This is an optimization exercise on Yosys and OpenROAD, whose aim is small area and a short achievable clock period, not a production implementation.
The RTL was checked by simulation tests, not by an equivalence proof against the original design.
In every run shown here, the design's own scripts or RTL, not TritonCTS, make the clock network.
No driver is modelled on the clock port, so clock power and skew are understated where the tree is cut down; a real chip needs a root buffer or a tree.

### flow/standard.sh
#!/bin/bash
# synth_recipe.tcl (not shown) runs the flow's synth.tcl, then flattens the netlist and writes it again
# the make line also repeats each setting of config.mk as NAME=value (left out here)
make -C /OpenROAD-flow-scripts/flow DESIGN_CONFIG=/design/flow/config.mk WORK_HOME=/design/flow/orfs CLKGATE_MAP_FILE= SYNTH_SCRIPT=/design/flow/synth_recipe.tcl "${@:-finish}"
### flow/constraint.sdc
create_clock -name core_clock -period 12.0 [get_ports {clk}]
set_input_delay 2.4000 -clock core_clock [delete_from_list [all_inputs] [get_ports {clk}]]
set_output_delay 2.4000 -clock core_clock [all_outputs]
set_load 0.01 [all_outputs]
### flow/flow/run.sh
#!/bin/bash
# Layout: the standard ORFS flow (standard.sh), with these changes:
#  - every port gets a plain buf_1 as its port buffer;
#  - clock tree: two short levels of clock buffers (flow/cts_manual.tcl,
#    8 leaf buffers under 4 root buffers);
#  - the timing repair after CTS and after global routing aims for a setup
#    slack margin of 9.0 ns.
#  Placement settings: none. Repair settings: none.
# Each make call's output goes to its own make_*.log; ORFS keeps each tool's
# log under orfs/logs/.
set -euo pipefail
H=$PWD
B="BUFFER_PORTS_ARGS=-buffer_cell sky130_fd_sc_hd__buf_1"
C="PRE_CTS_TCL=$H/flow/cts_manual.tcl"
bash standard.sh "$B" "$C" synth > make_synth.log 2>&1
bash standard.sh "$B" "$C"  floorplan place > make_place.log 2>&1
bash standard.sh "$B" "$C"  SETUP_SLACK_MARGIN=9.0  cts > make_cts.log 2>&1
bash standard.sh "$B" "$C"  SETUP_SLACK_MARGIN=9.0  finish > make_finish.log 2>&1
### flow/config.mk
export PLATFORM = sky130hd
export DESIGN_NAME = fehel_flit_rx
export DESIGN_NICKNAME = fehel_flit_rx
export VERILOG_FILES = /design/flow/design.v
export SDC_FILE = /design/flow/constraint.sdc
export NUM_CORES = 4
export LEC_CHECK = 0
export CAP_MARGIN = 20
export CORE_MARGIN = 2
export CORE_UTILIZATION = 55
export SLEW_MARGIN = 20
### flow/flow/cts_manual.tcl
# Sourced by ORFS's cts.tcl as PRE_CTS_TCL. Replaces clock_tree_synthesis
# with a short two-level clock tree: the registers are split by location
# into NLEAF groups of equal size (halving by x, then by y, ...), each driven
# by a leaf clock buffer at the group's centre; the leaf buffers are split
# the same way into NROOT groups, each driven by a root clock buffer at its
# centre. The clock port feeds only the NROOT root buffers, and every
# register sees exactly one root and one leaf buffer.

proc mcts_split { items n } {
  set groups [list $items]
  set axis 0
  while { [llength $groups] < $n } {
    set ng {}
    foreach g $groups {
      set s [lsort -integer -index $axis $g]
      set h [expr { [llength $s] / 2 }]
      lappend ng [lrange $s 0 [expr { $h - 1 }]] [lrange $s $h end]
    }
    set groups $ng
    set axis [expr { 1 - $axis }]
  }
  return $groups
}

proc mcts_drive { block master name in_net group } {
  # group: list of {x y iterm}; returns {cx cy A-iterm}
  set sx 0; set sy 0
  foreach s $group { incr sx [lindex $s 0]; incr sy [lindex $s 1] }
  set n [llength $group]
  set cx [expr { $sx / $n }]
  set cy [expr { $sy / $n }]
  set inst [odb::dbInst_create $block $master $name]
  set net [odb::dbNet_create $block "${name}_net"]
  $net setSigType CLOCK
  [$inst findITerm X] connect $net
  foreach s $group {
    set it [lindex $s 2]
    $it disconnect
    $it connect $net
  }
  $inst setLocation [expr { $cx - [$master getWidth] / 2 }] [expr { $cy - [$master getHeight] / 2 }]
  $inst setPlacementStatus PLACED
  set a [$inst findITerm A]
  $a connect $in_net
  puts "manual_cts: $name drives $n pins at ($cx, $cy)"
  return [list $cx $cy $a]
}

proc manual_cts { } {
  set nleaf 8
  set nroot 4
  if { [info exists ::env(MCTS_NLEAF)] } { set nleaf $::env(MCTS_NLEAF) }
  if { [info exists ::env(MCTS_NROOT)] } { set nroot $::env(MCTS_NROOT) }
  set block [ord::get_db_block]
  set db [ord::get_db]
  set leafcell sky130_fd_sc_hd__clkbuf_16
  set rootcell sky130_fd_sc_hd__clkbuf_16
  if { [info exists ::env(MCTS_LEAF)] } { set leafcell $::env(MCTS_LEAF) }
  if { [info exists ::env(MCTS_ROOT)] } { set rootcell $::env(MCTS_ROOT) }
  set leafm [$db findMaster $leafcell]
  set rootm [$db findMaster $rootcell]
  set clk_net [$block findNet clk]
  set sinks {}
  foreach it [$clk_net getITerms] {
    set bb [[$it getInst] getBBox]
    lappend sinks [list [expr { ([$bb xMin] + [$bb xMax]) / 2 }] \
                        [expr { ([$bb yMin] + [$bb yMax]) / 2 }] $it]
  }
  set leaves {}
  set k 0
  foreach g [mcts_split $sinks $nleaf] {
    lappend leaves [mcts_drive $block $leafm "clkbuf_leaf_$k" $clk_net $g]
    incr k
  }
  set k 0
  foreach g [mcts_split $leaves $nroot] {
    mcts_drive $block $rootm "clkbuf_root_$k" $clk_net $g
    incr k
  }
  $clk_net setSigType CLOCK
  set_propagated_clock [all_clocks]
}

rename clock_tree_synthesis orig_clock_tree_synthesis
proc clock_tree_synthesis { args } {
  manual_cts
}
### flow/design.v
module fehel_flit_rx (
    input  wire        clk,
    input  wire        rst,
    input  wire        in_valid,
    input  wire [63:0] in_data,
    output reg         res_valid,
    output reg         res_crc_ok,
    output wire        res_ctrl,
    output wire [3:0]  res_err,        
    output wire [4:0]  res_msgs,
    output wire [19:0] res_vc_slots,   
    output wire [11:0] res_fseq,
    output wire [11:0] res_fack
);
    reg  [63:0] u;
    wire [63:0] m_u;
    wire x64 = u[39] ^ u[59];
    wire x65 = u[0] ^ u[56];
    wire x66 = u[46] ^ u[51];
    wire x67 = u[47] ^ u[52];
    wire x68 = u[4] ^ u[58];
    wire x69 = u[8] ^ u[43];
    wire x70 = u[9] ^ u[44];
    wire x71 = u[21] ^ u[26];
    wire x72 = u[15] ^ u[45];
    wire x73 = u[22] ^ u[27];
    wire x74 = u[40] ^ u[60];
    wire x75 = u[41] ^ u[61];
    wire x76 = u[18] ^ u[32];
    wire x77 = u[19] ^ u[33];
    wire x78 = u[20] ^ u[34];
    wire x79 = u[50] ^ u[54];
    wire x80 = u[5] ^ u[12];
    wire x81 = u[48] ^ u[55];
    wire x82 = u[35] ^ u[63];
    wire x83 = u[16] ^ u[53];
    wire x84 = u[6] ^ u[29];
    wire x85 = u[7] ^ u[28];
    wire x86 = u[13] ^ u[49];
    wire x87 = u[10] ^ u[62];
    wire x88 = u[17] ^ u[42];
    wire x89 = u[23] ^ u[30];
    wire x90 = u[24] ^ u[31];
    wire x91 = u[25] ^ x76;
    wire x92 = u[11] ^ x66;
    wire x93 = u[14] ^ u[57];
    wire x94 = u[36] ^ x73;
    wire x95 = x67 ^ x72;
    wire x96 = x64 ^ x68;
    wire x97 = x71 ^ x82;
    wire x98 = u[1] ^ x69;
    wire x99 = u[2] ^ x70;
    wire x100 = u[38] ^ x65;
    wire x101 = x74 ^ x80;
    wire x102 = x77 ^ x79;
    wire x103 = x81 ^ x83;
    wire x104 = u[3] ^ x75;
    wire x105 = u[37] ^ x90;
    wire x106 = u[29] ^ x85;
    wire x107 = u[43] ^ x84;
    wire x108 = u[50] ^ x81;
    wire x109 = u[62] ^ x89;
    wire x110 = u[58] ^ x86;
    wire x111 = u[26] ^ x88;
    wire x112 = u[24] ^ x91;
    wire x113 = u[45] ^ x70;
    wire x114 = u[55] ^ x78;
    wire x115 = u[25] ^ u[42];
    wire x116 = x65 ^ x92;
    wire x117 = u[12] ^ u[37];
    wire x118 = u[10] ^ x100;
    wire x119 = u[7] ^ u[30];
    wire x120 = u[57] ^ x77;
    wire x121 = u[14] ^ x87;
    wire x122 = u[31] ^ x72;
    wire x123 = u[17] ^ x75;
    wire x124 = u[22] ^ u[36];
    wire x125 = x67 ^ x74;
    wire x126 = u[11] ^ u[46];
    wire x127 = u[6] ^ x69;
    wire x128 = u[51] ^ x94;
    wire x129 = u[19] ^ u[63];
    wire x130 = u[27] ^ u[56];
    wire x131 = u[44] ^ x64;
    wire x132 = u[20] ^ x90;
    wire x133 = u[4] ^ u[28];
    wire x134 = u[23] ^ x105;
    wire x135 = u[48] ^ x99;
    wire x136 = x71 ^ x88;
    wire x137 = u[5] ^ u[38];
    wire x138 = u[53] ^ x93;
    wire x139 = x84 ^ x96;
    wire x140 = u[16] ^ u[59];
    wire x141 = u[32] ^ x101;
    wire x142 = u[34] ^ x87;
    wire x143 = u[54] ^ x83;
    wire x144 = u[5] ^ x82;
    wire x145 = u[49] ^ x68;
    wire x146 = u[13] ^ x78;
    wire x147 = u[28] ^ u[45];
    wire x148 = u[0] ^ u[47];
    wire x149 = u[1] ^ u[11];
    wire x150 = u[6] ^ x85;
    wire x151 = u[16] ^ x93;
    wire x152 = u[40] ^ x80;
    wire x153 = u[3] ^ x103;
    wire x154 = x86 ^ x91;
    wire x155 = x73 ^ x104;
    wire x156 = u[35] ^ x71;
    wire x157 = u[9] ^ x97;
    wire x158 = u[30] ^ x116;
    wire x159 = x94 ^ x95;
    wire x160 = u[31] ^ u[33];
    wire x161 = u[60] ^ x102;
    wire x162 = x66 ^ x78;
    wire x163 = u[12] ^ u[53];
    wire x164 = u[3] ^ u[61];
    wire x165 = u[47] ^ x118;
    wire x166 = u[18] ^ u[25];
    wire x167 = u[42] ^ x65;
    wire x168 = u[26] ^ x107;
    wire x169 = u[39] ^ x108;
    wire x170 = u[56] ^ x68;
    wire x171 = u[52] ^ x66;
    wire x172 = x89 ^ x130;
    wire x173 = u[4] ^ x64;
    wire x174 = u[41] ^ x89;
    wire x175 = x67 ^ x98;
    wire x176 = x85 ^ x114;
    wire x177 = u[57] ^ x69;
    wire x178 = u[37] ^ x133;
    wire x179 = x83 ^ x121;
    wire x180 = u[41] ^ x76;
    wire x181 = u[48] ^ x70;
    wire x182 = u[63] ^ x92;
    wire x183 = x77 ^ x111;
    wire x184 = u[15] ^ x67;
    wire x185 = x145 ^ x161;
    wire x186 = u[8] ^ u[22];
    wire x187 = u[14] ^ x97;
    wire x188 = x65 ^ x125;
    wire x189 = u[40] ^ x79;
    wire x190 = u[23] ^ x95;
    wire x191 = x79 ^ x96;
    wire x192 = u[24] ^ u[47];
    wire x193 = u[1] ^ x86;
    wire x194 = x104 ^ x113;
    wire x195 = u[28] ^ u[46];
    wire x196 = x73 ^ x113;
    wire x197 = x102 ^ x119;
    wire x198 = u[10] ^ u[23];
    wire x199 = u[21] ^ u[35];
    wire x200 = x87 ^ x124;
    wire x201 = u[13] ^ x106;
    wire x202 = u[0] ^ x147;
    wire x203 = u[19] ^ u[21];
    wire x204 = u[10] ^ x82;
    wire x205 = x98 ^ x120;
    wire x206 = u[17] ^ x78;
    wire x207 = u[13] ^ x128;
    wire x208 = u[18] ^ x101;
    wire x209 = u[38] ^ x72;
    wire x210 = x109 ^ x149;
    wire x211 = u[2] ^ x75;
    wire x212 = u[15] ^ x129;
    wire x213 = x131 ^ x211;
    wire x214 = x151 ^ x152;
    wire x215 = u[11] ^ x80;
    wire x216 = u[56] ^ x91;
    wire x217 = x85 ^ x132;
    wire x218 = x128 ^ x216;
    wire x219 = u[52] ^ u[53];
    wire x220 = u[54] ^ x84;
    wire x221 = x101 ^ x134;
    wire x222 = x133 ^ x135;
    wire x223 = u[30] ^ x112;
    wire x224 = x102 ^ x176;
    wire x225 = x110 ^ x138;
    wire x226 = u[8] ^ x115;
    wire x227 = x92 ^ x156;
    wire x228 = x121 ^ x139;
    wire x229 = x106 ^ x114;
    wire x230 = x140 ^ x141;
    wire x231 = u[39] ^ x95;
    wire x232 = u[40] ^ x137;
    wire x233 = u[55] ^ x123;
    wire x234 = x70 ^ x178;
    wire x235 = u[39] ^ x84;
    wire x236 = x100 ^ x183;
    wire x237 = x142 ^ x181;
    wire x238 = x143 ^ x182;
    wire x239 = u[37] ^ x144;
    wire x240 = u[41] ^ x162;
    wire x241 = u[45] ^ x117;
    wire x242 = u[59] ^ u[62];
    wire x243 = u[61] ^ x88;
    wire x244 = x68 ^ x186;
    wire x245 = x143 ^ x146;
    wire x246 = u[7] ^ u[31];
    wire x247 = u[14] ^ x126;
    wire x248 = u[15] ^ u[27];
    wire x249 = u[42] ^ u[49];
    wire x250 = u[57] ^ x98;
    wire x251 = u[12] ^ x147;
    wire x252 = u[16] ^ x110;
    wire x253 = u[25] ^ x79;
    wire x254 = x127 ^ x160;
    wire x255 = u[29] ^ x111;
    wire x256 = u[59] ^ x76;
    wire x257 = u[2] ^ x69;
    wire x258 = u[27] ^ x95;
    wire x259 = u[26] ^ x146;
    wire x260 = u[31] ^ x83;
    wire x261 = x125 ^ x196;
    wire x262 = u[13] ^ u[58];
    wire x263 = u[19] ^ u[43];
    wire x264 = u[20] ^ x115;
    wire x265 = u[44] ^ x95;
    wire x266 = u[7] ^ x64;
    wire x267 = u[60] ^ x103;
    wire x268 = u[8] ^ u[32];
    wire x269 = u[34] ^ u[39];
    wire x270 = u[46] ^ u[54];
    wire x271 = u[49] ^ x150;
    wire x272 = x198 ^ x269;
    wire x273 = u[9] ^ u[18];
    wire x274 = u[35] ^ u[53];
    wire x275 = x75 ^ x126;
    wire x276 = x108 ^ x200;
    wire x277 = u[36] ^ x116;
    wire x278 = u[58] ^ x117;
    wire x279 = u[20] ^ x88;
    wire x280 = u[63] ^ x163;
    wire x281 = x81 ^ x166;
    wire x282 = x96 ^ x279;
    wire x283 = x171 ^ x202;
    wire x284 = u[38] ^ x117;
    wire x285 = x109 ^ x159;
    wire x286 = u[47] ^ x204;
    wire x287 = x64 ^ x79;
    wire x288 = x103 ^ x110;
    wire x289 = u[9] ^ x80;
    wire x290 = u[62] ^ x140;
    wire x291 = x112 ^ x123;
    wire x292 = u[6] ^ x166;
    wire x293 = u[50] ^ x87;
    wire x294 = u[63] ^ x73;
    wire x295 = u[17] ^ u[57];
    wire x296 = u[38] ^ x86;
    wire x297 = u[0] ^ x122;
    wire x298 = x80 ^ x118;
    wire x299 = u[44] ^ x184;
    wire x300 = u[60] ^ x76;
    wire x301 = u[61] ^ x99;
    wire x302 = x193 ^ x301;
    wire x303 = x72 ^ x81;
    wire x304 = x99 ^ x109;
    wire x305 = u[58] ^ x78;
    wire x306 = x105 ^ x173;
    wire x307 = x115 ^ x205;
    wire x308 = u[62] ^ x135;
    wire x309 = u[37] ^ x157;
    wire x310 = x74 ^ x154;
    wire x311 = u[22] ^ x98;
    wire x312 = u[7] ^ x155;
    wire x313 = u[51] ^ x167;
    wire x314 = u[33] ^ x74;
    wire x315 = u[2] ^ u[29];
    wire x316 = u[34] ^ x74;
    wire x317 = x64 ^ x94;
    wire x318 = x93 ^ x131;
    wire x319 = x93 ^ x170;
    wire x320 = x209 ^ x168;
    wire x321 = x169 ^ x208;
    wire x322 = x210 ^ x319;
    wire x323 = x207 ^ x320;
    wire x324 = x321 ^ x322;
    wire x325 = x323 ^ x324;
    wire x326 = x105 ^ x110;
    wire x327 = x150 ^ x171;
    wire x328 = x172 ^ x212;
    wire x329 = x213 ^ x214;
    wire x330 = x326 ^ x327;
    wire x331 = x328 ^ x329;
    wire x332 = x330 ^ x331;
    wire x333 = x111 ^ x173;
    wire x334 = x174 ^ x215;
    wire x335 = x153 ^ x175;
    wire x336 = x217 ^ x333;
    wire x337 = x334 ^ x218;
    wire x338 = x335 ^ x336;
    wire x339 = x337 ^ x338;
    wire x340 = x69 ^ x130;
    wire x341 = x219 ^ x120;
    wire x342 = x136 ^ x220;
    wire x343 = x340 ^ x154;
    wire x344 = x341 ^ x342;
    wire x345 = x221 ^ x222;
    wire x346 = x343 ^ x344;
    wire x347 = x345 ^ x346;
    wire x348 = u[10] ^ x137;
    wire x349 = x113 ^ x348;
    wire x350 = x155 ^ x168;
    wire x351 = x225 ^ x349;
    wire x352 = x223 ^ x224;
    wire x353 = x350 ^ x351;
    wire x354 = x352 ^ x353;
    wire x355 = u[44] ^ x122;
    wire x356 = x172 ^ x226;
    wire x357 = x227 ^ x355;
    wire x358 = x356 ^ x224;
    wire x359 = x228 ^ x357;
    wire x360 = x358 ^ x359;
    wire x361 = x90 ^ x177;
    wire x362 = x157 ^ x159;
    wire x363 = x229 ^ x361;
    wire x364 = x158 ^ x230;
    wire x365 = x362 ^ x363;
    wire x366 = x364 ^ x365;
    wire x367 = u[50] ^ x69;
    wire x368 = x160 ^ x91;
    wire x369 = x232 ^ x367;
    wire x370 = x179 ^ x227;
    wire x371 = x231 ^ x233;
    wire x372 = x234 ^ x368;
    wire x373 = x369 ^ x370;
    wire x374 = x371 ^ x372;
    wire x375 = x373 ^ x374;
    wire x376 = x152 ^ x180;
    wire x377 = x235 ^ x159;
    wire x378 = x237 ^ x376;
    wire x379 = x236 ^ x238;
    wire x380 = x377 ^ x378;
    wire x381 = x379 ^ x380;
    wire x382 = x124 ^ x100;
    wire x383 = x106 ^ x111;
    wire x384 = x184 ^ x179;
    wire x385 = x239 ^ x240;
    wire x386 = x382 ^ x383;
    wire x387 = x185 ^ x384;
    wire x388 = x385 ^ x386;
    wire x389 = x387 ^ x388;
    wire x390 = x242 ^ x241;
    wire x391 = x243 ^ x244;
    wire x392 = x187 ^ x188;
    wire x393 = x245 ^ x390;
    wire x394 = x391 ^ x392;
    wire x395 = x393 ^ x394;
    wire x396 = u[45] ^ x163;
    wire x397 = x123 ^ x189;
    wire x398 = x396 ^ x139;
    wire x399 = x157 ^ x397;
    wire x400 = x158 ^ x398;
    wire x401 = x399 ^ x400;
    wire x402 = u[41] ^ u[42];
    wire x403 = u[48] ^ x246;
    wire x404 = x402 ^ x247;
    wire x405 = x403 ^ x118;
    wire x406 = x168 ^ x190;
    wire x407 = x191 ^ x404;
    wire x408 = x405 ^ x406;
    wire x409 = x407 ^ x408;
    wire x410 = x119 ^ x192;
    wire x411 = x248 ^ x249;
    wire x412 = x92 ^ x103;
    wire x413 = x131 ^ x410;
    wire x414 = x411 ^ x141;
    wire x415 = x250 ^ x412;
    wire x416 = x413 ^ x414;
    wire x417 = x415 ^ x416;
    wire x418 = x123 ^ x251;
    wire x419 = x253 ^ x135;
    wire x420 = x188 ^ x252;
    wire x421 = x254 ^ x418;
    wire x422 = x419 ^ x420;
    wire x423 = x421 ^ x422;
    wire x424 = u[7] ^ x66;
    wire x425 = x108 ^ x138;
    wire x426 = x142 ^ x193;
    wire x427 = x256 ^ x424;
    wire x428 = x194 ^ x255;
    wire x429 = x425 ^ x426;
    wire x430 = x427 ^ x428;
    wire x431 = x429 ^ x430;
    wire x432 = u[18] ^ u[42];
    wire x433 = x82 ^ x432;
    wire x434 = x121 ^ x257;
    wire x435 = x433 ^ x258;
    wire x436 = x434 ^ x158;
    wire x437 = x185 ^ x435;
    wire x438 = x436 ^ x437;
    wire x439 = u[14] ^ u[18];
    wire x440 = x129 ^ x164;
    wire x441 = x195 ^ x439;
    wire x442 = x100 ^ x109;
    wire x443 = x260 ^ x440;
    wire x444 = x441 ^ x139;
    wire x445 = x259 ^ x442;
    wire x446 = x443 ^ x261;
    wire x447 = x444 ^ x445;
    wire x448 = x446 ^ x447;
    wire x449 = x79 ^ x124;
    wire x450 = x163 ^ x262;
    wire x451 = x263 ^ x92;
    wire x452 = x97 ^ x132;
    wire x453 = x150 ^ x256;
    wire x454 = x449 ^ x450;
    wire x455 = x233 ^ x451;
    wire x456 = x452 ^ x453;
    wire x457 = x454 ^ x165;
    wire x458 = x455 ^ x456;
    wire x459 = x457 ^ x458;
    wire x460 = u[32] ^ u[37];
    wire x461 = u[59] ^ x68;
    wire x462 = x71 ^ x460;
    wire x463 = x127 ^ x232;
    wire x464 = x264 ^ x461;
    wire x465 = x462 ^ x197;
    wire x466 = x265 ^ x463;
    wire x467 = x464 ^ x465;
    wire x468 = x466 ^ x467;
    wire x469 = x71 ^ x137;
    wire x470 = x266 ^ x469;
    wire x471 = x196 ^ x240;
    wire x472 = x254 ^ x267;
    wire x473 = x470 ^ x471;
    wire x474 = x472 ^ x473;
    wire x475 = u[56] ^ x199;
    wire x476 = x268 ^ x270;
    wire x477 = x243 ^ x272;
    wire x478 = x475 ^ x476;
    wire x479 = x271 ^ x477;
    wire x480 = x478 ^ x261;
    wire x481 = x479 ^ x480;
    wire x482 = u[23] ^ u[33];
    wire x483 = u[40] ^ u[45];
    wire x484 = x192 ^ x273;
    wire x485 = x274 ^ x482;
    wire x486 = x483 ^ x106;
    wire x487 = x177 ^ x275;
    wire x488 = x484 ^ x485;
    wire x489 = x276 ^ x486;
    wire x490 = x487 ^ x488;
    wire x491 = x489 ^ x490;
    wire x492 = u[29] ^ u[49];
    wire x493 = u[54] ^ x129;
    wire x494 = x192 ^ x492;
    wire x495 = x174 ^ x226;
    wire x496 = x278 ^ x493;
    wire x497 = x494 ^ x237;
    wire x498 = x495 ^ x496;
    wire x499 = x277 ^ x497;
    wire x500 = x498 ^ x499;
    wire x501 = u[15] ^ u[49];
    wire x502 = x273 ^ x501;
    wire x503 = x144 ^ x264;
    wire x504 = x502 ^ x128;
    wire x505 = x134 ^ x188;
    wire x506 = x503 ^ x228;
    wire x507 = x504 ^ x505;
    wire x508 = x506 ^ x507;
    wire x509 = u[21] ^ u[51];
    wire x510 = u[52] ^ u[55];
    wire x511 = x65 ^ x73;
    wire x512 = x75 ^ x129;
    wire x513 = x509 ^ x510;
    wire x514 = x96 ^ x241;
    wire x515 = x511 ^ x512;
    wire x516 = x513 ^ x112;
    wire x517 = x179 ^ x201;
    wire x518 = x514 ^ x515;
    wire x519 = x516 ^ x517;
    wire x520 = x518 ^ x519;
    wire x521 = u[27] ^ u[36];
    wire x522 = x521 ^ x102;
    wire x523 = x127 ^ x280;
    wire x524 = x281 ^ x282;
    wire x525 = x283 ^ x522;
    wire x526 = x523 ^ x524;
    wire x527 = x525 ^ x526;
    wire x528 = x78 ^ x126;
    wire x529 = x203 ^ x138;
    wire x530 = x181 ^ x284;
    wire x531 = x528 ^ x191;
    wire x532 = x271 ^ x529;
    wire x533 = x530 ^ x285;
    wire x534 = x531 ^ x532;
    wire x535 = x533 ^ x534;
    wire x536 = u[20] ^ u[21];
    wire x537 = x66 ^ x186;
    wire x538 = x536 ^ x106;
    wire x539 = x209 ^ x287;
    wire x540 = x537 ^ x286;
    wire x541 = x288 ^ x538;
    wire x542 = x539 ^ x221;
    wire x543 = x540 ^ x541;
    wire x544 = x542 ^ x543;
    wire x545 = x71 ^ x270;
    wire x546 = x145 ^ x289;
    wire x547 = x290 ^ x545;
    wire x548 = x250 ^ x258;
    wire x549 = x546 ^ x547;
    wire x550 = x291 ^ x548;
    wire x551 = x549 ^ x550;
    wire x552 = u[5] ^ u[59];
    wire x553 = x148 ^ x195;
    wire x554 = x262 ^ x552;
    wire x555 = x99 ^ x292;
    wire x556 = x293 ^ x294;
    wire x557 = x553 ^ x554;
    wire x558 = x183 ^ x267;
    wire x559 = x555 ^ x556;
    wire x560 = x557 ^ x558;
    wire x561 = x559 ^ x560;
    wire x562 = u[30] ^ x148;
    wire x563 = x164 ^ x295;
    wire x564 = x152 ^ x200;
    wire x565 = x212 ^ x296;
    wire x566 = x562 ^ x563;
    wire x567 = x176 ^ x191;
    wire x568 = x564 ^ x565;
    wire x569 = x566 ^ x567;
    wire x570 = x568 ^ x569;
    wire x571 = u[20] ^ u[30];
    wire x572 = u[41] ^ x140;
    wire x573 = x571 ^ x94;
    wire x574 = x97 ^ x177;
    wire x575 = x284 ^ x572;
    wire x576 = x297 ^ x573;
    wire x577 = x574 ^ x575;
    wire x578 = x576 ^ x577;
    wire x579 = u[62] ^ x76;
    wire x580 = x107 ^ x108;
    wire x581 = x122 ^ x136;
    wire x582 = x579 ^ x214;
    wire x583 = x234 ^ x580;
    wire x584 = x581 ^ x158;
    wire x585 = x582 ^ x583;
    wire x586 = x584 ^ x585;
    wire x587 = u[1] ^ u[17];
    wire x588 = u[31] ^ x66;
    wire x589 = x119 ^ x587;
    wire x590 = x107 ^ x120;
    wire x591 = x180 ^ x294;
    wire x592 = x588 ^ x589;
    wire x593 = x252 ^ x265;
    wire x594 = x590 ^ x591;
    wire x595 = x592 ^ x298;
    wire x596 = x593 ^ x594;
    wire x597 = x595 ^ x596;
    wire x598 = u[4] ^ x66;
    wire x599 = x242 ^ x94;
    wire x600 = x257 ^ x260;
    wire x601 = x598 ^ x141;
    wire x602 = x229 ^ x299;
    wire x603 = x599 ^ x600;
    wire x604 = x236 ^ x601;
    wire x605 = x602 ^ x603;
    wire x606 = x604 ^ x605;
    wire x607 = u[21] ^ u[28];
    wire x608 = u[33] ^ u[48];
    wire x609 = x295 ^ x607;
    wire x610 = x608 ^ x172;
    wire x611 = x235 ^ x300;
    wire x612 = x609 ^ x175;
    wire x613 = x194 ^ x239;
    wire x614 = x245 ^ x610;
    wire x615 = x611 ^ x612;
    wire x616 = x613 ^ x614;
    wire x617 = x615 ^ x616;
    wire x618 = u[43] ^ x80;
    wire x619 = x85 ^ x90;
    wire x620 = x248 ^ x274;
    wire x621 = x136 ^ x272;
    wire x622 = x618 ^ x619;
    wire x623 = x620 ^ x116;
    wire x624 = x161 ^ x621;
    wire x625 = x622 ^ x302;
    wire x626 = x623 ^ x624;
    wire x627 = x625 ^ x626;
    wire x628 = u[2] ^ u[11];
    wire x629 = u[35] ^ u[44];
    wire x630 = x84 ^ x87;
    wire x631 = x164 ^ x628;
    wire x632 = x629 ^ x114;
    wire x633 = x151 ^ x189;
    wire x634 = x251 ^ x630;
    wire x635 = x631 ^ x112;
    wire x636 = x175 ^ x632;
    wire x637 = x633 ^ x634;
    wire x638 = x207 ^ x635;
    wire x639 = x636 ^ x637;
    wire x640 = x638 ^ x639;
    wire x641 = u[3] ^ u[17];
    wire x642 = u[25] ^ u[41];
    wire x643 = x68 ^ x77;
    wire x644 = x117 ^ x219;
    wire x645 = x641 ^ x642;
    wire x646 = x303 ^ x643;
    wire x647 = x644 ^ x645;
    wire x648 = x187 ^ x201;
    wire x649 = x304 ^ x646;
    wire x650 = x647 ^ x277;
    wire x651 = x648 ^ x649;
    wire x652 = x650 ^ x651;
    wire x653 = u[0] ^ x87;
    wire x654 = x249 ^ x125;
    wire x655 = x127 ^ x287;
    wire x656 = x305 ^ x653;
    wire x657 = x134 ^ x153;
    wire x658 = x182 ^ x654;
    wire x659 = x655 ^ x656;
    wire x660 = x657 ^ x658;
    wire x661 = x659 ^ x660;
    wire x662 = u[5] ^ x70;
    wire x663 = x97 ^ x220;
    wire x664 = x266 ^ x662;
    wire x665 = x225 ^ x663;
    wire x666 = x664 ^ x285;
    wire x667 = x291 ^ x665;
    wire x668 = x666 ^ x667;
    wire x669 = x201 ^ x306;
    wire x670 = x238 ^ x298;
    wire x671 = x307 ^ x669;
    wire x672 = x670 ^ x671;
    wire x673 = u[4] ^ u[8];
    wire x674 = x79 ^ x673;
    wire x675 = x206 ^ x674;
    wire x676 = x190 ^ x675;
    wire x677 = x218 ^ x308;
    wire x678 = x676 ^ x677;
    wire x679 = u[5] ^ u[18];
    wire x680 = u[24] ^ u[49];
    wire x681 = x198 ^ x679;
    wire x682 = x680 ^ x120;
    wire x683 = x681 ^ x153;
    wire x684 = x283 ^ x682;
    wire x685 = x309 ^ x683;
    wire x686 = x684 ^ x685;
    wire x687 = u[17] ^ u[24];
    wire x688 = u[26] ^ u[54];
    wire x689 = x86 ^ x87;
    wire x690 = x89 ^ x263;
    wire x691 = x687 ^ x688;
    wire x692 = x101 ^ x138;
    wire x693 = x162 ^ x281;
    wire x694 = x689 ^ x690;
    wire x695 = x691 ^ x231;
    wire x696 = x692 ^ x693;
    wire x697 = x694 ^ x695;
    wire x698 = x696 ^ x697;
    wire x699 = u[19] ^ x130;
    wire x700 = x132 ^ x189;
    wire x701 = x275 ^ x292;
    wire x702 = x699 ^ x187;
    wire x703 = x288 ^ x299;
    wire x704 = x700 ^ x701;
    wire x705 = x702 ^ x703;
    wire x706 = x704 ^ x705;
    wire x707 = x85 ^ x137;
    wire x708 = x148 ^ x149;
    wire x709 = x203 ^ x107;
    wire x710 = x143 ^ x174;
    wire x711 = x707 ^ x708;
    wire x712 = x282 ^ x709;
    wire x713 = x710 ^ x711;
    wire x714 = x310 ^ x712;
    wire x715 = x713 ^ x714;
    wire x716 = u[14] ^ x81;
    wire x717 = x84 ^ x132;
    wire x718 = x136 ^ x716;
    wire x719 = x197 ^ x208;
    wire x720 = x213 ^ x311;
    wire x721 = x717 ^ x718;
    wire x722 = x719 ^ x720;
    wire x723 = x721 ^ x722;
    wire x724 = x203 ^ x114;
    wire x725 = x122 ^ x127;
    wire x726 = x304 ^ x313;
    wire x727 = x724 ^ x725;
    wire x728 = x310 ^ x312;
    wire x729 = x726 ^ x727;
    wire x730 = x728 ^ x729;
    wire x731 = u[4] ^ u[23];
    wire x732 = u[32] ^ u[46];
    wire x733 = u[52] ^ x77;
    wire x734 = x731 ^ x732;
    wire x735 = x97 ^ x151;
    wire x736 = x167 ^ x293;
    wire x737 = x733 ^ x734;
    wire x738 = x194 ^ x217;
    wire x739 = x311 ^ x735;
    wire x740 = x736 ^ x737;
    wire x741 = x738 ^ x739;
    wire x742 = x740 ^ x741;
    wire x743 = u[6] ^ u[8];
    wire x744 = u[14] ^ u[46];
    wire x745 = x743 ^ x744;
    wire x746 = x99 ^ x136;
    wire x747 = x146 ^ x280;
    wire x748 = x314 ^ x745;
    wire x749 = x169 ^ x746;
    wire x750 = x747 ^ x748;
    wire x751 = x165 ^ x223;
    wire x752 = x749 ^ x750;
    wire x753 = x751 ^ x752;
    wire x754 = u[25] ^ u[36];
    wire x755 = u[38] ^ u[55];
    wire x756 = x84 ^ x89;
    wire x757 = x148 ^ x199;
    wire x758 = x246 ^ x754;
    wire x759 = x755 ^ x104;
    wire x760 = x142 ^ x289;
    wire x761 = x756 ^ x757;
    wire x762 = x758 ^ x759;
    wire x763 = x760 ^ x761;
    wire x764 = x185 ^ x762;
    wire x765 = x763 ^ x764;
    wire x766 = u[6] ^ u[61];
    wire x767 = x119 ^ x149;
    wire x768 = x268 ^ x766;
    wire x769 = x144 ^ x767;
    wire x770 = x768 ^ x259;
    wire x771 = x276 ^ x306;
    wire x772 = x313 ^ x769;
    wire x773 = x770 ^ x771;
    wire x774 = x772 ^ x773;
    wire x775 = u[33] ^ u[52];
    wire x776 = x119 ^ x315;
    wire x777 = x775 ^ x122;
    wire x778 = x244 ^ x776;
    wire x779 = x154 ^ x169;
    wire x780 = x777 ^ x778;
    wire x781 = x309 ^ x779;
    wire x782 = x780 ^ x781;
    wire x783 = u[9] ^ u[12];
    wire x784 = x86 ^ x126;
    wire x785 = x783 ^ x142;
    wire x786 = x300 ^ x784;
    wire x787 = x139 ^ x153;
    wire x788 = x205 ^ x297;
    wire x789 = x785 ^ x786;
    wire x790 = x787 ^ x788;
    wire x791 = x789 ^ x790;
    wire x792 = x170 ^ x206;
    wire x793 = x247 ^ x197;
    wire x794 = x286 ^ x792;
    wire x795 = x230 ^ x302;
    wire x796 = x793 ^ x794;
    wire x797 = x795 ^ x796;
    wire x798 = u[40] ^ x89;
    wire x799 = x160 ^ x315;
    wire x800 = x96 ^ x98;
    wire x801 = x156 ^ x206;
    wire x802 = x798 ^ x799;
    wire x803 = x155 ^ x800;
    wire x804 = x801 ^ x802;
    wire x805 = x165 ^ x803;
    wire x806 = x804 ^ x805;
    wire x807 = u[3] ^ u[5];
    wire x808 = u[42] ^ u[57];
    wire x809 = x90 ^ x199;
    wire x810 = x807 ^ x808;
    wire x811 = x180 ^ x316;
    wire x812 = x809 ^ x810;
    wire x813 = x210 ^ x317;
    wire x814 = x811 ^ x812;
    wire x815 = x222 ^ x813;
    wire x816 = x814 ^ x815;
    wire x817 = u[2] ^ x77;
    wire x818 = x115 ^ x124;
    wire x819 = x104 ^ x107;
    wire x820 = x145 ^ x202;
    wire x821 = x204 ^ x817;
    wire x822 = x818 ^ x134;
    wire x823 = x141 ^ x819;
    wire x824 = x820 ^ x821;
    wire x825 = x822 ^ x823;
    wire x826 = x824 ^ x825;
    wire x827 = x162 ^ x167;
    wire x828 = x278 ^ x303;
    wire x829 = x314 ^ x112;
    wire x830 = x318 ^ x827;
    wire x831 = x828 ^ x312;
    wire x832 = x829 ^ x830;
    wire x833 = x831 ^ x832;
    wire x834 = x75 ^ x195;
    wire x835 = x156 ^ x170;
    wire x836 = x290 ^ x296;
    wire x837 = x316 ^ x834;
    wire x838 = x190 ^ x835;
    wire x839 = x836 ^ x837;
    wire x840 = x307 ^ x838;
    wire x841 = x839 ^ x840;
    wire x842 = u[24] ^ u[43];
    wire x843 = u[46] ^ u[50];
    wire x844 = u[60] ^ x75;
    wire x845 = x83 ^ x93;
    wire x846 = x148 ^ x842;
    wire x847 = x843 ^ x144;
    wire x848 = x305 ^ x844;
    wire x849 = x845 ^ x846;
    wire x850 = x255 ^ x317;
    wire x851 = x847 ^ x848;
    wire x852 = x849 ^ x308;
    wire x853 = x850 ^ x851;
    wire x854 = x852 ^ x853;
    wire x855 = u[22] ^ u[29];
    wire x856 = u[55] ^ x86;
    wire x857 = x88 ^ x164;
    wire x858 = x855 ^ x97;
    wire x859 = x178 ^ x215;
    wire x860 = x253 ^ x856;
    wire x861 = x857 ^ x318;
    wire x862 = x858 ^ x859;
    wire x863 = x860 ^ x165;
    wire x864 = x861 ^ x862;
    wire x865 = x863 ^ x864;
    assign m_u[0] = x325;
    assign m_u[1] = x332;
    assign m_u[2] = x339;
    assign m_u[3] = x347;
    assign m_u[4] = x354;
    assign m_u[5] = x360;
    assign m_u[6] = x366;
    assign m_u[7] = x375;
    assign m_u[8] = x381;
    assign m_u[9] = x389;
    assign m_u[10] = x395;
    assign m_u[11] = x401;
    assign m_u[12] = x409;
    assign m_u[13] = x417;
    assign m_u[14] = x423;
    assign m_u[15] = x431;
    assign m_u[16] = x438;
    assign m_u[17] = x448;
    assign m_u[18] = x459;
    assign m_u[19] = x468;
    assign m_u[20] = x474;
    assign m_u[21] = x481;
    assign m_u[22] = x491;
    assign m_u[23] = x500;
    assign m_u[24] = x508;
    assign m_u[25] = x520;
    assign m_u[26] = x527;
    assign m_u[27] = x535;
    assign m_u[28] = x544;
    assign m_u[29] = x551;
    assign m_u[30] = x561;
    assign m_u[31] = x570;
    assign m_u[32] = x578;
    assign m_u[33] = x586;
    assign m_u[34] = x597;
    assign m_u[35] = x606;
    assign m_u[36] = x617;
    assign m_u[37] = x627;
    assign m_u[38] = x640;
    assign m_u[39] = x652;
    assign m_u[40] = x661;
    assign m_u[41] = x668;
    assign m_u[42] = x672;
    assign m_u[43] = x678;
    assign m_u[44] = x686;
    assign m_u[45] = x698;
    assign m_u[46] = x706;
    assign m_u[47] = x715;
    assign m_u[48] = x723;
    assign m_u[49] = x730;
    assign m_u[50] = x742;
    assign m_u[51] = x753;
    assign m_u[52] = x765;
    assign m_u[53] = x774;
    assign m_u[54] = x782;
    assign m_u[55] = x791;
    assign m_u[56] = x797;
    assign m_u[57] = x806;
    assign m_u[58] = x816;
    assign m_u[59] = x826;
    assign m_u[60] = x833;
    assign m_u[61] = x841;
    assign m_u[62] = x854;
    assign m_u[63] = x865;
    reg  [5:0]  beat;
    wire        first = (beat == 6'd0);
    always @(posedge clk) begin
        if (in_valid)
            u <= (m_u | {64{first}}) ^ in_data;
    end
    wire crc_good = &u;
    reg        hdr_ev;     
    reg        slot_ev;    
    reg        last_ev;    
    reg  [7:0] op_r;
    reg  [4:0] len_r;
    wire [5:0] beat_inc   = beat + 6'd1;
    wire       slot_beat  = beat[0] && (beat != 6'd63);
    wire       last_beat  = (beat == 6'd63);
    always @(posedge clk) begin
        op_r    <= in_data[7:0];
        len_r   <= in_data[12:8];
        hdr_ev  <= !rst && in_valid && first;
        slot_ev <= !rst && in_valid && slot_beat;
        last_ev <= !rst && in_valid && last_beat;
        if (rst || in_valid)
            beat <= beat_inc & {6{!rst}};
    end
    reg  [11:0] fseq;
    reg  [11:0] fack;
    reg         ctrl;
    reg         ftype_err;
    wire [3:0]  h_ftype = ~u[63:60];
    wire [4:0]  h_cont  = ~u[35:31];
    wire        h_data  = (h_ftype == 4'h0);
    always @(posedge clk) begin
        if (hdr_ev) begin
            fseq      <= ~u[59:48];
            fack      <= ~u[47:36];
            ctrl      <= (h_ftype == 4'h1);
            ftype_err <= (h_ftype > 4'h1);
        end
    end
    function op_known;
        input [7:0] op;
        begin
            case (op)
                8'h00, 8'h01, 8'h02, 8'h03, 8'h04, 8'h05,
                8'h10, 8'h11, 8'h12, 8'h13, 8'h14, 8'h1F,
                8'h20, 8'h21, 8'h22, 8'h23, 8'h24, 8'h25, 8'h2F,
                8'h30, 8'h31, 8'h32, 8'h33,
                8'h40, 8'h41, 8'h4F: op_known = 1'b1;
                default:             op_known = 1'b0;
            endcase
        end
    endfunction
    function len_ok;
        input [7:0] op;
        input [4:0] len;
        begin
            case (op)
                8'h10, 8'h21, 8'h30: len_ok = (len == 5'd4);
                8'h11, 8'h40:        len_ok = (len == 5'd16);
                8'h12:               len_ok = (len >= 5'd1) && (len <= 5'd16);
                8'h22:               len_ok = (len == 5'd5);
                8'h25, 8'h33:        len_ok = (len <= 5'd16);
                8'h32:               len_ok = (len == 5'd0) || (len == 5'd4);
                default:             len_ok = (len == 5'd0);
            endcase
        end
    endfunction
    reg         walking;
    reg  [4:0]  rem;
    reg         counted;
    reg  [1:0]  cur_vc;
    reg         cont_err;
    reg         opcode_err;
    reg         len_err;
    reg  [4:0]  msgs;
    reg  [4:0]  vc0, vc1, vc2, vc3;
    reg  [4:0]  carry;
    reg  [1:0]  carry_vc;
    wire        rem_nz  = (rem != 5'd0);
    wire        known   = op_known(op_r);
    wire        lok     = len_ok(op_r, len_r);
    wire        has_vc  = (op_r[7:4] != 4'h0);
    wire [1:0]  op_vc   = op_r[5:4] - 2'd1;
    wire        step    = slot_ev && walking;
    wire        s_cont  = step && rem_nz;
    wire        s_msg   = step && !rem_nz && known && lok;
    wire        inc     = (s_cont && counted) || (s_msg && has_vc);
    wire [1:0]  inc_vc  = rem_nz ? cur_vc : op_vc;
    always @(posedge clk) begin
        if (hdr_ev) begin
            walking    <= h_data;
            rem        <= h_data ? h_cont : 5'd0;
            cont_err   <= h_data && (h_cont != carry);
            counted    <= h_data && (h_cont == carry);
            cur_vc     <= carry_vc;
            opcode_err <= 1'b0;
            len_err    <= 1'b0;
            msgs       <= 5'd0;
            vc0        <= 5'd0;
            vc1        <= 5'd0;
            vc2        <= 5'd0;
            vc3        <= 5'd0;
        end else if (step) begin
            if (rem_nz) begin
                rem <= rem - 5'd1;
            end else if (!known) begin
                opcode_err <= 1'b1;
                walking    <= 1'b0;
            end else if (!lok) begin
                len_err    <= 1'b1;
                walking    <= 1'b0;
            end else begin
                rem <= len_r;
                if (op_r != 8'h00)
                    msgs <= msgs + 5'd1;
                counted <= has_vc;
                if (has_vc)
                    cur_vc <= op_vc;
            end
            if (inc && inc_vc == 2'd0) vc0 <= vc0 + 5'd1;
            if (inc && inc_vc == 2'd1) vc1 <= vc1 + 5'd1;
            if (inc && inc_vc == 2'd2) vc2 <= vc2 + 5'd1;
            if (inc && inc_vc == 2'd3) vc3 <= vc3 + 5'd1;
        end
    end
    wire any_err = ftype_err | cont_err | opcode_err | len_err;
    wire carry_ld = last_ev && crc_good && (any_err || !ctrl);
    always @(posedge clk) begin
        res_crc_ok <= crc_good;
        res_valid  <= !rst && last_ev;
        if (rst || carry_ld) begin
            carry    <= (any_err || rst) ? 5'd0 : rem;
            carry_vc <= (any_err || rst) ? 2'd0 : cur_vc;
        end
    end
    assign res_ctrl     = ctrl;
    assign res_err      = {len_err, opcode_err, cont_err, ftype_err};
    assign res_msgs     = msgs;
    assign res_vc_slots = {vc3, vc2, vc1, vc0};
    assign res_fseq     = fseq;
    assign res_fack     = fack;
endmodule
==> impl_metrics.csv, run 1 <==
group,metric,value,unit
timing,setup_slack,8.754,ns
synthesis,seq_area_frac_synth,0.2930,
routing,remaining_drc_errors,0,
timing,hold_viol,0,
synthesis,ys_types,62,
floorplan,core-area,26210,um2
synthesis,async_flop_share,0,
timing,layout_min_cycle_time,3.246,ns
clocking,holdBufCountCts,0,
synthesis,yosys-top-cells-count,"649 x xnor2_1, 185 x xor2_1, 113 x edfxtp_1",
timing,max_slew_margin,0.4083,
worst_setup_path,slowest_stage,"edfxtp_1",
worst_setup_path,worstPathArrival,0.85,ns
run,drv_cap,0,
global_route,grt_start_max_net_pins,63,
global_route,grt_pass1_vias,11400,
final_layout,final_area,18010,um2
routing,wirelength,57.25,mm
synthesis,synth_top_area_cell,"xnor2_1",
synthesis,synth.most_common_cell,"xnor2_1",
global_route,grt_pass1_wl,79.69,mm
worst_setup_path,crit_required,9.60,ns
clocking,clock_latency,0.31,ns
timing,setup_violations,0,
timing,skew,0.03789,ns
global_route,antenna_found_initial,1,
synthesis,synth_seq_cells,159,
floorplan,dieArea,28090,um2
routing,drtIter0Drc,1502,
clocking,path_clk_slew,0.08,ns
synthesis,synthCells,1462,
synthesis,yosysWarnings,1,
timing,fin_crit_sh,0.2705,
timing,slew_viol_final,0,
routing,avgRoutedWirePerCell,28.45,um
worst_setup_path,endpoint_kind,"primary output",
floorplan,rows,59,
synthesis,synthesis.nets,1543,
placement,place_area,15400,um2
worst_setup_path,crit_family,"flip-flops",
floorplan,fp.dieW,167.6,um
global_route,gr-total-overflow,0,
timing,setup-tns-final,0,ns
placement,dp_hpwl,41.56,mm
placement,place.gp.congestion,1.130,
timing,tightestPinTransition,0.8875,ns
final_layout,drive_gt1_frac,0.2326,
worst_setup_path,cp_max_fo,2,
timing,hold_ws,0.4842,ns
worst_setup_path,slowest_delay,0.42,ns
final_layout,final_nets,1760,
placement,dpl.cell_count,1859,
final_layout,instances_no_fill,2012,
synthesis,syn-cell-area,14720,um2
routing,routed_via_density,5.790,
routing,via_count,11650,
floorplan,ios,123,
worst_setup_path,cp_num_buf_inv,1,
placement,dp_slack,7.783,ns
worst_setup_path,cp-start-kind,"flop",
synthesis,syn_avg_cell_area,10.07,um2
final_layout,area_growth,22.32,%
synthesis,synth_top_area_frac,0.3861,
synthesis,ys.flop_type,"edfxtp_1",
final_layout,diodes,0,
outcome,outcome,"timing/DRC/antenna clean",
floorplan,initial_core_util,0.5618,
worst_setup_path,path_cells,"clkbuf_2",
timing,fmax,308.1,MHz
worst_setup_path,crit_type,"reg -> out",
synthesis,synth_edf_count,113,
routing,drt.antenna.violating_nets,0,
timing,rsz0062_at_grt,"yes",
floorplan,die_y,167.6,um
placement,port_buffers,122,
hold_path,hp-class,"reg -> reg",
synthesis,netlist_top_cells_area,"xnor2_1 39%, edfxtp_1 23%, xor2_1 11%",
routing,dr.pass1.iters,6,
global_route,track_usage,0.3996,
final_layout,postLayoutCoreUtil,0.6872,
## cell families after synthesis
| family | Yosys count | synth area share |
|---|---|---|
| flops | 159 | 0.2930 |
| simple gates | 222 | 0.07343 |
| buf+inv | 126 | 0.03748 |
| xor+xnor | 867 | 0.5430 |
| fa+ha+maj | 14 | 0.01190 |
| compound gates | 65 | 0.03467 |
| mux | 9 | 0.006459 |
## worst register-to-register path, cell delays in order (launching register included)
cell and delay [ns]:
edfxtp_1 0.82, xor2_4 0.46, xnor2_1 0.25, xnor2_1 0.31, xnor2_1 0.15, xnor2_1 0.40, xor2_1 0.21, nor2_1 0.07
xnor2_1 0.15
## placed cells by master, fill, tap and decap left out, drive strengths merged, types with 2 or more instances in the layout
cell	netlist	final
o211ai	3	3
nor4	5	5
a31o	5	5
xor2	194	194
xnor2	663	663
and2	6	6
a211o	2	2
mux2	4	4
nand4	21	21
a21o	5	5
a211oi	4	4
and3b	2	2
a2111oi	2	2
nor4b	3	3
a31oi	5	5
nor3b	3	3
nor3	9	9
o21ai	8	8
a22o	2	2
a21oi	16	16
and3	5	5
mux2i	5	5
nand2b	2	2
nor2	98	98
nand3b	3	3
ha	14	14
or3	5	5
o2111ai	2	2
nand2	27	27
o31ai	7	7
or2	3	3
nor2b	7	7
nand3	16	16
dfxtp	46	46
or4	5	5
edfxtp	113	113
inv	41	41
buf	50	257
clkbuf	34	41
xnor3	9	9
## sequential cells by signal, summed over array words and instances (netlist names), 6 cells and up, named ones only
signal,count
u,64
beat,6
fseq,12
fack,12
op_r,8
## final cells by class
type	instances	area, um2
Tap cell	335	419.2
Timing Repair Buffer	287	2125
Sequential cell	159	4355
Buffer	12	300.3
Inverter	42	160.2
Fill cell	2094	8198
Multi-Input combinational cell	1177	10650
## final timing paths
| kind | start | endpoint | slack [ns] | depth (start not counted) |
|---|---|---|---|---|
| min | last_ev | res_valid | 0.48 | 1 |
| min reg2reg | last_ev | res_valid | 0.48 | 1 |
| max reg2reg | u[0] | u[17] | 8.95 | 8 |
| max | ftype_err | res_err[0] | 8.75 | 1 |
## routing by layer
layer	up-vias	global-route usage	share of wire
met5	-	0	0
met4	0	0.2730	0.086
met3	239	0.07185	0.10
met2	777	0.6383	0.45
met1	5569	0.4944	0.36
li1	5064	-	-
## repair_timing
action,CTS,global route
resized for setup,158,71
setup buffers,99,41
setup endpoints to repair,224,118
pin swaps,11,9
gates cloned,1,0
==> run 2, diff against run 1 <==
==> flow/flow/run.sh (replaced) <==
#!/bin/bash
# Layout: the standard ORFS flow (standard.sh), with these changes:
#  - every port gets a plain buf_1 as its port buffer;
#  - clock tree: two short levels of clock buffers (flow/cts_manual.tcl,
#    8 leaf buffers under 4 root buffers);
#  - the timing repair after CTS and after global routing aims for a setup
#    slack margin of 8.85 ns.
#  Placement settings: none. Repair settings: none.
# Each make call's output goes to its own make_*.log; ORFS keeps each tool's
# log under orfs/logs/.
set -euo pipefail
H=$PWD
B="BUFFER_PORTS_ARGS=-buffer_cell sky130_fd_sc_hd__buf_1"
C="PRE_CTS_TCL=$H/flow/cts_manual.tcl"
bash standard.sh "$B" "$C" synth > make_synth.log 2>&1
bash standard.sh "$B" "$C"  floorplan place > make_place.log 2>&1
bash standard.sh "$B" "$C"  SETUP_SLACK_MARGIN=8.85  cts > make_cts.log 2>&1
bash standard.sh "$B" "$C"  SETUP_SLACK_MARGIN=8.85  finish > make_finish.log 2>&1
==> run 2 against run 1 <==
  * Maximum frequency about the same
  * Still clean on timing, DRC and antenna
  * First-iteration DRC count decreased by 12%
  * Synthesized cell count unchanged
  * Sequential share of layout area increased by 0.95 points
  * Area after synthesis unchanged
  * Wire length decreased by 1.6%
  * Critical endpoint unchanged
  * Setup slack got worse by 0.0032 ns
==> impl_metrics.csv, run 2 <==
group,metric,value,unit
final_layout,final_area,17330,um2
routing,drt.antenna.violating_nets,0,
final_layout,drive_gt1_frac,0.1944,
worst_setup_path,cp_max_fo,2,
global_route,grt_pass1_vias,11200,
synthesis,yosysWarnings,1,
clocking,holdBufCountCts,0,
hold_path,hp-class,"reg -> reg",
synthesis,synth_seq_cells,159,
routing,drtIter0Drc,1321,
routing,dr.pass1.iters,6,
placement,port_buffers,122,
floorplan,ios,123,
synthesis,yosys-top-cells-count,"649 x xnor2_1, 185 x xor2_1, 113 x edfxtp_1",
worst_setup_path,crit_cells,1,
floorplan,rows,59,
synthesis,seq_area_frac_synth,0.2930,
timing,tightestPinTransition,0.9956,ns
synthesis,synth.most_common_cell,"xnor2_1",
worst_setup_path,cp-endpoint,"res_err[0]",
timing,setup_violations,0,
worst_setup_path,reg2reg_to,"u[58]",
final_layout,largest_reg_flops,64,
synthesis,ys.flop_type,"edfxtp_1",
synthesis,synthCells,1462,
final_layout,regMostFlops,"u",
floorplan,die_y,167.6,um
final_layout,final_nets,1729,
worst_setup_path,cp-start-kind,"flop",
global_route,track_usage,0.3922,
worst_setup_path,crit_family,"flip-flops",
floorplan,initial_core_util,0.5618,
routing,remaining_drc_errors,0,
final_layout,mostFrequentLayoutCell,"xnor2_1",
placement,place.gp.congestion,1.130,
worst_setup_path,crit_type,"reg -> out",
final_layout,final_cell_mix,"624 x xnor2_1, 167 x xor2_1, 126 x buf_4",
timing,layout_min_cycle_time,3.249,ns
synthesis,netlist_top_cells_area,"xnor2_1 39%, edfxtp_1 23%, xor2_1 11%",
synthesis,ys_types,62,
synthesis,async_flop_share,0,
worst_setup_path,ff2ff_setup_slack,8.84,ns
timing,skew,0.03673,ns
final_layout,top_regs,"u: 64 flops, fack: 12 flops, fseq: 12 flops",
timing,setup-tns-final,0,ns
timing,fmax,307.8,MHz
outcome,outcome,"timing/DRC/antenna clean",
timing,max_slew_margin,0.3315,
synthesis,syn-cell-area,14720,um2
worst_setup_path,slowest_delay,0.42,ns
final_layout,fillCellCount,2181,
floorplan,core-area,26210,um2
global_route,grt_pass1_wl,78.44,mm
worst_setup_path,slowest_stage,"edfxtp_1",
timing,fin_crit_sh,0.2708,
timing,rsz0062_at_grt,"yes",
final_layout,area_growth,17.70,%
synthesis,syn_avg_cell_area,10.07,um2
routing,via_count,11430,
global_route,gr-total-overflow,0,
synthesis,synth_top_area_frac,0.3861,
global_route,grt_start_max_net_pins,63,
floorplan,dieArea,28090,um2
worst_setup_path,cp_num_buf_inv,1,
placement,place_area,15400,um2
routing,wirelength,56.31,mm
global_route,antenna_found_initial,1,
worst_setup_path,reg2reg_depth,7,
timing,slew_viol_final,0,
worst_setup_path,startpoint,"ftype_err",
run,drv_cap,0,
worst_setup_path,endpoint_kind,"primary output",
clocking,path_clk_slew,0.08,ns
synthesis,synth_top_area_cell,"xnor2_1",
timing,hold_viol,0,
placement,dp_hpwl,41.56,mm
final_layout,diodes,0,
synthesis,synth_edf_count,113,
floorplan,fp.dieW,167.6,um
worst_setup_path,path_cells,"clkbuf_2",
worst_setup_path,worstPathArrival,0.85,ns
clocking,clock_latency,0.31,ns
worst_setup_path,reg2reg_from,"u[23]",
routing,routed_via_density,5.772,
synthesis,synthesis.nets,1543,
worst_setup_path,crit_required,9.60,ns
routing,avgRoutedWirePerCell,28.42,um
[run 2: cell counts after synthesis]
Identical to the previous run, type by type.
[run 2: metal layers]
metal,routed length (um),GRT usage,vias up
met2,25000,0.6284,751
met5,0,0,-
met3,5698,0.07114,238
met4,4932,0.2612,0
met1,20680,0.4856,5429
li1,-,-,5016
[run 2: how the worst min path moves through the flow]
stage                     cells past startpoint  startpoint  slack [ns]         to
after global routing                          1     last_ev        0.51  res_valid
after detailed placement                      1     last_ev        0.47  res_valid
final                                         1     last_ev        0.48  res_valid
after global placement                        1     last_ev        0.45  res_valid
after floorplan                               1     last_ev        0.44  res_valid
after CTS                                     1     last_ev        0.49  res_valid
[run 2: cell families after synthesis]
logic type / Yosys count / synth area share
AO/OA/AOI/OAI: 65 / 0.03467
AND/OR/NAND/NOR: 222 / 0.07343
XOR/XNOR: 867 / 0.5430
buffers and inverters: 126 / 0.03748
flip-flops: 159 / 0.2930
multiplexers: 9 / 0.006459
adder cells (fa/ha/maj): 14 / 0.01190
[run 2: cell type report]
cell class	count	area (um2)	area share
multi-input combinational	1177	10330	0.5960
sequential	159	4355	0.2513
tap	335	419.2	0.02419
timing repair buffer	256	1769	0.1021
inverter	42	157.7	0.009097
buffer	12	300.3	0.01733
[run 2: repair_timing]
| item | 4_1_cts | 5_1_grt |
|---|---|---|
| setup buffers | 61 | 48 |
| gates resized for setup | 109 | 57 |
| pin swaps | 5 | 6 |
| endpoints found under the setup margin | 164 | 92 |
| cloned | 1 | 0 |
[run 2: stage by stage]
stage | instances | hold slack, ns | setup WS, ns | utilization
final | 1981 | 0.4848 | 8.751 | 0.6613
after global placement | 1859 | 0.4542 | 7.833 | 0.5874
after global routing | 1981 | 0.5077 | 8.726 | 0.6613
after floorplan | 1462 | 0.4387 | 8.810 | -
after detailed placement | 1859 | 0.4750 | 7.783 | 0.5877
after CTS | 1933 | 0.4864 | 8.708 | 0.6379
==> run 3, diff against run 2 <==
==> flow/flow/run.sh (replaced) <==
#!/bin/bash
# Layout: the standard ORFS flow (standard.sh), with these changes:
#  - every port gets a plain buf_1 as its port buffer;
#  - clock tree: two short levels of clock buffers (flow/cts_manual.tcl,
#    8 leaf buffers under 2 root buffers);
#  - the timing repair after CTS and after global routing aims for a setup
#    slack margin of 8.7 ns.
#  Placement settings: none. Repair settings: TNS_END_PERCENT=30.
# Each make call's output goes to its own make_*.log; ORFS keeps each tool's
# log under orfs/logs/.
set -euo pipefail
H=$PWD
B="BUFFER_PORTS_ARGS=-buffer_cell sky130_fd_sc_hd__buf_1"
C="PRE_CTS_TCL=$H/flow/cts_manual.tcl"
bash standard.sh "$B" "$C" synth > make_synth.log 2>&1
bash standard.sh "$B" "$C"  floorplan place > make_place.log 2>&1
bash standard.sh "$B" "$C"  SETUP_SLACK_MARGIN=8.7 TNS_END_PERCENT=30 cts > make_cts.log 2>&1
bash standard.sh "$B" "$C"  SETUP_SLACK_MARGIN=8.7 TNS_END_PERCENT=30 finish > make_finish.log 2>&1
--- a/flow/flow/cts_manual.tcl
+++ b/flow/flow/cts_manual.tcl
@@ -48,7 +48,7 @@
 
 proc manual_cts { } {
   set nleaf 8
-  set nroot 4
+  set nroot 2
   if { [info exists ::env(MCTS_NLEAF)] } { set nleaf $::env(MCTS_NLEAF) }
   if { [info exists ::env(MCTS_NROOT)] } { set nroot $::env(MCTS_NROOT) }
   set block [ord::get_db_block]
==> run 3 against run 2 <==
  * Sequential share of layout area is 1.3 points higher
  * Flip-flop and latch count unchanged
  * Via count shrank 4.0%
  * Setup slack got worse by 0.22 ns
  * Register-to-register slack lost 0.31 ns
  * Maximum frequency is 6.3% lower
  * Still clean on timing, DRC and antenna
==> impl_metrics.csv, run 3 <==
group,metric,value,unit
outcome,outcome,"timing/DRC/antenna clean",
hold_path,hp-class,"reg -> reg",
synthesis,synth_seq_cells,159,
worst_setup_path,crit_type,"reg -> reg",
final_layout,area_growth,10.87,%
synthesis,synthCells,1462,
worst_setup_path,ff2ff_setup_slack,8.53,ns
timing,fmax,288.4,MHz
synthesis,synth.most_common_cell,"xnor2_1",
worst_setup_path,crit_required,12.13,ns
clocking,holdBufCountCts,0,
synthesis,synth_top_family_by_area,"XOR/XNOR gates",
synthesis,ys_types,62,
routing,routed_via_density,5.727,
routing,drt.antenna.violating_nets,0,
placement,dp_slack,7.783,ns
synthesis,syn_avg_cell_area,10.07,um2
worst_setup_path,startpoint,"u[9]",
worst_setup_path,endpoint_kind,"flop",
routing,via_count,10980,
final_layout,mostFrequentLayoutCell,"xnor2_1",
routing,wirelength,53.56,mm
global_route,grt_pass1_vias,10780,
floorplan,die_y,167.6,um
floorplan,ios,123,
final_layout,fillCellCount,2288,
worst_setup_path,worstPathArrival,3.59,ns
synthesis,synth-adder-area-share,0.01190,
timing,fin_crit_sh,0.2889,
placement,port_buffers,122,
final_layout,drive_gt1_frac,0.09671,
final_layout,final_nets,1665,
worst_setup_path,cp-start-kind,"flop",
placement,place.gp.congestion,1.130,
routing,avgRoutedWirePerCell,27.94,um
synthesis,ys.flop_type,"edfxtp_1",
synthesis,synthesis.nets,1543,
floorplan,rows,59,
global_route,grt_start_max_net_pins,63,
final_layout,top_regs,"u: 64 flops, fack: 12 flops, fseq: 12 flops",
global_route,gr-total-overflow,0,
final_layout,final_cell_mix,"634 x xnor2_1, 177 x xor2_1, 121 x buf_1",
run,drv_cap,0,
routing,dr.pass1.iters,5,
synthesis,synth_edf_count,113,
final_layout,regMostFlops,"u",
floorplan,initial_core_util,0.5618,
synthesis,netlist_top_cells_area,"xnor2_1 39%, edfxtp_1 23%, xor2_1 11%",
timing,hold_ws,0.4786,ns
clocking,clock_latency,0.37,ns
synthesis,async_flop_share,0,
timing,setup_violations,0,
timing,skew,0.06389,ns
worst_setup_path,reg2reg_from,"u[9]",
synthesis,yosys-top-cells-count,"649 x xnor2_1, 185 x xor2_1, 113 x edfxtp_1",
placement,dpl.cell_count,1859,
floorplan,core-area,26210,um2
synthesis,syn-cell-area,14720,um2
synthesis,seq_area_frac_synth,0.2930,
routing,drtIter0Drc,1247,
timing,hold_viol,0,
final_layout,instances_no_fill,1917,
floorplan,dieArea,28090,um2
worst_setup_path,cp_max_fo,8,
worst_setup_path,reg2reg_to,"u[36]",
worst_setup_path,cp-endpoint,"u[36]",
placement,dp_hpwl,41.56,mm
synthesis,synth_compound_gate_area_share,0.03467,
synthesis,synth_top_area_frac,0.3861,
timing,max_slew_margin,0.2256,
timing,layout_min_cycle_time,3.467,ns
synthesis,yosys.area_share.simple,0.07343,
final_layout,diodes,0,
routing,remaining_drc_errors,0,
global_route,track_usage,0.3753,
final_layout,largest_reg_flops,64,
timing,setup_slack,8.533,ns
global_route,antenna_found_initial,0,
synthesis,yosysWarnings,1,
timing,setup-tns-final,0,ns
timing,tightestPinTransition,1.153,ns
synthesis,synth-xor-area-share,0.5430,
synthesis,synth_top_area_cell,"xnor2_1",
timing,slew_viol_final,0,
floorplan,fp.dieW,167.6,um
global_route,grt_pass1_wl,75.27,mm
synthesis,synth_mux_area_frac,0.006459,
timing,rsz0062_at_grt,"yes",
worst_setup_path,reg2reg_depth,8,
clocking,path_clk_slew,0.09,ns
run 3: cell counts after synthesis:
No cell type changed its count.
run 3: timing repair:
item                       in CTS  in global routing
pin swaps                       2                  1
setup endpoints to repair      85                 88
buffers inserted                7                 41
resized for setup              13                 21
run 3: worst min-delay path by stage:
stage,slack [ns],from,cells after the start,to
finish,0.48,last_ev,1,res_valid
global route,0.51,last_ev,1,res_valid
CTS,0.49,last_ev,1,res_valid
detailed placement,0.47,last_ev,1,res_valid
global placement,0.45,last_ev,1,res_valid
floorplan,0.44,last_ev,1,res_valid
run 3: routing by layer:
layer	vias to the layer above	share of wire	wire length (um)	GRT usage
li1	4900	-	-	-
met1	5200	0.37	19990	0.4688
met2	684	0.45	24070	0.6091
met3	194	0.098	5232	0.06263
met5	-	0	0	0
met4	0	0.080	4264	0.2318
run 3: final cells by class:
class | count | area [um2] | share of cell area
repair buffers | 194 | 1064 | 0.06515
well taps | 335 | 419.2 | 0.02568
inverters | 42 | 157.7 | 0.009658
plain buffers | 10 | 250.2 | 0.01533
flip-flops and latches | 159 | 4315 | 0.2644
multi-input cells | 1177 | 10120 | 0.6198
run 3: worst max-delay path, stage by stage (launching register included):
cell and delay, ns:
edfxtp_1 0.70, xor2_1 0.41, xnor2_1 0.35, xnor2_1 0.78, xor2_1 0.24, xnor2_1 0.36, xnor2_1 0.16, nor2_1 0.06
xnor2_1 0.15
run 3: per-stage QoR:
step / util / cell area, um2
after floorplan: - / 14720
after CTS: 0.6030 / 15800
after global routing: 0.6229 / 16320
after detailed placement: 0.5877 / 15400
final: 0.6229 / 16320
after global placement: 0.5874 / 15390
run 3: logic make-up (layout without fill, tap and decap cells):
kind of cell,count (synthesis),in the layout
xor+xnor,867,867
simple gates,222,222
flops,159,159
buf+inv,126,246
compound gates,65,65
fa+ha+maj,14,14
mux,9,9

static timing again, ports no longer ideal:
In the flow no input, the clock included, has a driving cell. The finished layouts below were timed again as built, in two steps.
Step 1: set_driving_cell puts a clkbuf_16 on clk and a buf_2 on each other input, an assumption about the parent block.
Step 2, shift: input delay + t, output delay - t, t = (earliest + latest rising clock arrival at the registers) / 2. This alone moves slack from input paths to output paths.
a / b / c = ideal ports / drivers / drivers and shift; a / b = the first two.
run	t, ns	setup slack, ns	worst hold slack (ns)	worst slew at a driven data input, ns	pins driven straight from the clock port
run 1	0.409	8.754 / 8.632 / 8.655	0.484 / 0.484 / 0.484	0.08	4
run 2	0.403	8.751 / 8.634 / 8.557	0.485 / 0.485 / 0.485	0.05	4
run 3	0.408	8.533 / 8.533 / 8.334	0.479 / 0.479 / 0.479	0.05	2
After both steps every run listed still meets setup and hold. For run 3, which loses most, drivers alone change the setup slack by 0.000 ns; drivers and shift together by -0.199 ns.
